From an optimization exercise on the open Yosys and OpenROAD flow, aimed at small area, a short achievable clock period and few clock cycles; shortcuts taken in it are not production practice. In this exercise RTL edits were held to simulation tests only and were not proved equivalent to the original. Power is estimated from default activity; no workload was simulated.

## lc_fpu
module lc_fpu (
    input  wire        clk,
    input  wire        rst,
    input  wire        start,
    input  wire [3:0]  op,
    input  wire [31:0] a,
    input  wire [31:0] b,
    output reg         done,
    output wire [31:0] result,
    output wire        flag
);
    localparam OP_FADD = 4'h0, OP_FSUB = 4'h1, OP_FMUL = 4'h2, OP_FDIV = 4'h3,
               OP_FABS = 4'h4, OP_ITOF = 4'h5, OP_FTOI = 4'h6,
               OP_FEQ  = 4'hB, OP_FLT  = 4'hC, OP_FLE  = 4'hD;
    localparam [31:0] QNAN = 32'h7FC0_0000;
    localparam integer DIV_K = 4;                  
    localparam integer DIV_N = 24 / DIV_K;         
    reg         busy;                  
    reg  [2:0]  cnt;
    reg  [31:0] m_r;                   
    reg  signed [9:0] e_r;             
    reg         s_r;                   
    reg         raw_r;                 
    reg         flag_r;
    reg  [22:0] d_r;                   
    reg  [25:0] q_r;                   
    reg         mul_r;                 
    reg  [4:0]  lz_r;                  
    wire        sa = a[31];
    wire [7:0]  ea = a[30:23];
    wire [22:0] fa = a[22:0];
    wire        sbr = b[31];
    wire [7:0]  eb = b[30:23];
    wire [22:0] fb = b[22:0];
    wire a_emax = (ea == 8'hFF);
    wire b_emax = (eb == 8'hFF);
    wire a_fz   = (fa == 23'd0);
    wire b_fz   = (fb == 23'd0);
    wire a_nan  = a_emax && !a_fz;
    wire b_nan  = b_emax && !b_fz;
    wire a_inf  = a_emax && a_fz;
    wire b_inf  = b_emax && b_fz;
    wire a_zero = (ea == 8'h00);           
    wire b_zero = (eb == 8'h00);
    wire [23:0] ma = {1'b1, fa};
    wire [23:0] mb = {1'b1, fb};
  ...
export LEC_CHECK = 0
export ABC_AREA = 1
export CAP_MARGIN = 30
export CORE_MARGIN = 2
export CORE_UTILIZATION = 60
export PLACE_DENSITY = 0.76
export SLEW_MARGIN = 30
create_clock -name core_clock -period 20.0 [get_ports {clk}]
standard.sh (not shown) runs the stock make flow with config.mk's settings and CLKGATE_MAP_FILE= SYNTH_SCRIPT=/design/flow/synth_recipe.tcl, a recipe that flattens the netlist after the stock synthesis.
==> flow/flow/run.sh <==
#!/bin/bash
# Layout flow: the standard ORFS flow (standard.sh) with two changes:
# the buffers ORFS puts on every input and output port are
# sky130_fd_sc_hd__buf_4 cells instead of the delay cells buffer_ports picks
# on its own, and the timing repair steps aim at a setup slack margin
# (SETUP_SLACK_MARGIN) so that the resizer also works on paths that already
# meet the design's clock period. The SDC and clock are not changed.
# Each tool's output goes to the ORFS logs under orfs/logs; the make
# output goes to standard.log.
set -uo pipefail
bash standard.sh "BUFFER_PORTS_ARGS=-buffer_cell sky130_fd_sc_hd__buf_4" SETUP_SLACK_MARGIN=10.5 finish > standard.log 2>&1
Testbench counts at the start, summed over its fixed seeds: cycles 38,244.
Change:
- CORE_UTILIZATION: 60 -> 40
- PLACE_DENSITY: 0.76 -> not set
What happened:
- synthesized cell count stays the same
- power rose by a few percent
- fmax goes up by a few percent
- area after synthesis does not change
- wire length rose by a few percent
- worst setup slack gains 0.25 ns
- core utilization drops by 22 points
- non-clock buffer count grows by 35
- count of clock-buffer cells in the layout is unchanged
Change:
--- a/flow/flow/run.sh
+++ b/flow/flow/run.sh
@@ -9,3 +9,3 @@
 # output goes to standard.log.
 set -uo pipefail
-bash standard.sh "BUFFER_PORTS_ARGS=-buffer_cell sky130_fd_sc_hd__buf_4" SETUP_SLACK_MARGIN=10.5 finish > standard.log 2>&1
+bash standard.sh "BUFFER_PORTS_ARGS=-buffer_cell sky130_fd_sc_hd__buf_4" SETUP_SLACK_MARGIN=10.75 finish > standard.log 2>&1
- CORE_UTILIZATION: 40 -> 50
- PLACE_DENSITY: not set -> 0.68
=> The changed run produced a clean layout. Power goes up by 2.0%. Hold slack is better by 0.012 ns. Sequential power goes up by about 3%. Die area goes down by 20%. Non-clock buffer count goes up by 57. Worst setup slack is better by 0.29 ns. Sequential share of layout area is about the same. Via count goes up by about 2.2%. Routed wire length goes down by about 5%. Design area goes up by about 2%. Count of clock-buffer cells in the layout does not change.

afterwards: timing with drivers on the ports:
In the flow no input, the clock included, has a driving cell. The finished layouts below were timed again as built, in two steps. Step 1: set_driving_cell puts a clkbuf_16 on clk and a buf_2 on each other input, an assumption about the parent block. Step 2 also shifts input and output timing later by t, the mid clock arrival at the registers, as if the neighbouring blocks saw the same clock. Slacks: ideal ports / drivers / drivers and shift; pairs: ideal ports / drivers.
| run | t, ns | setup WS [ns] | latest minus earliest clock arrival (ns) |
|---|---|---|---|
| the first run | 0.445 | 10.292 / 10.331 / 9.886 | 0.016 / 0.015 |
| the second run | 0.453 | 10.546 / 10.574 / 10.122 | 0.026 / 0.025 |
| the third run | 0.452 | 10.835 / 10.820 / 10.368 | 0.024 / 0.024 |
After both steps every run listed still meets setup and hold. The setup slack of the third run, which loses most, moves by -0.015 ns with the drivers and by -0.467 ns with both steps.
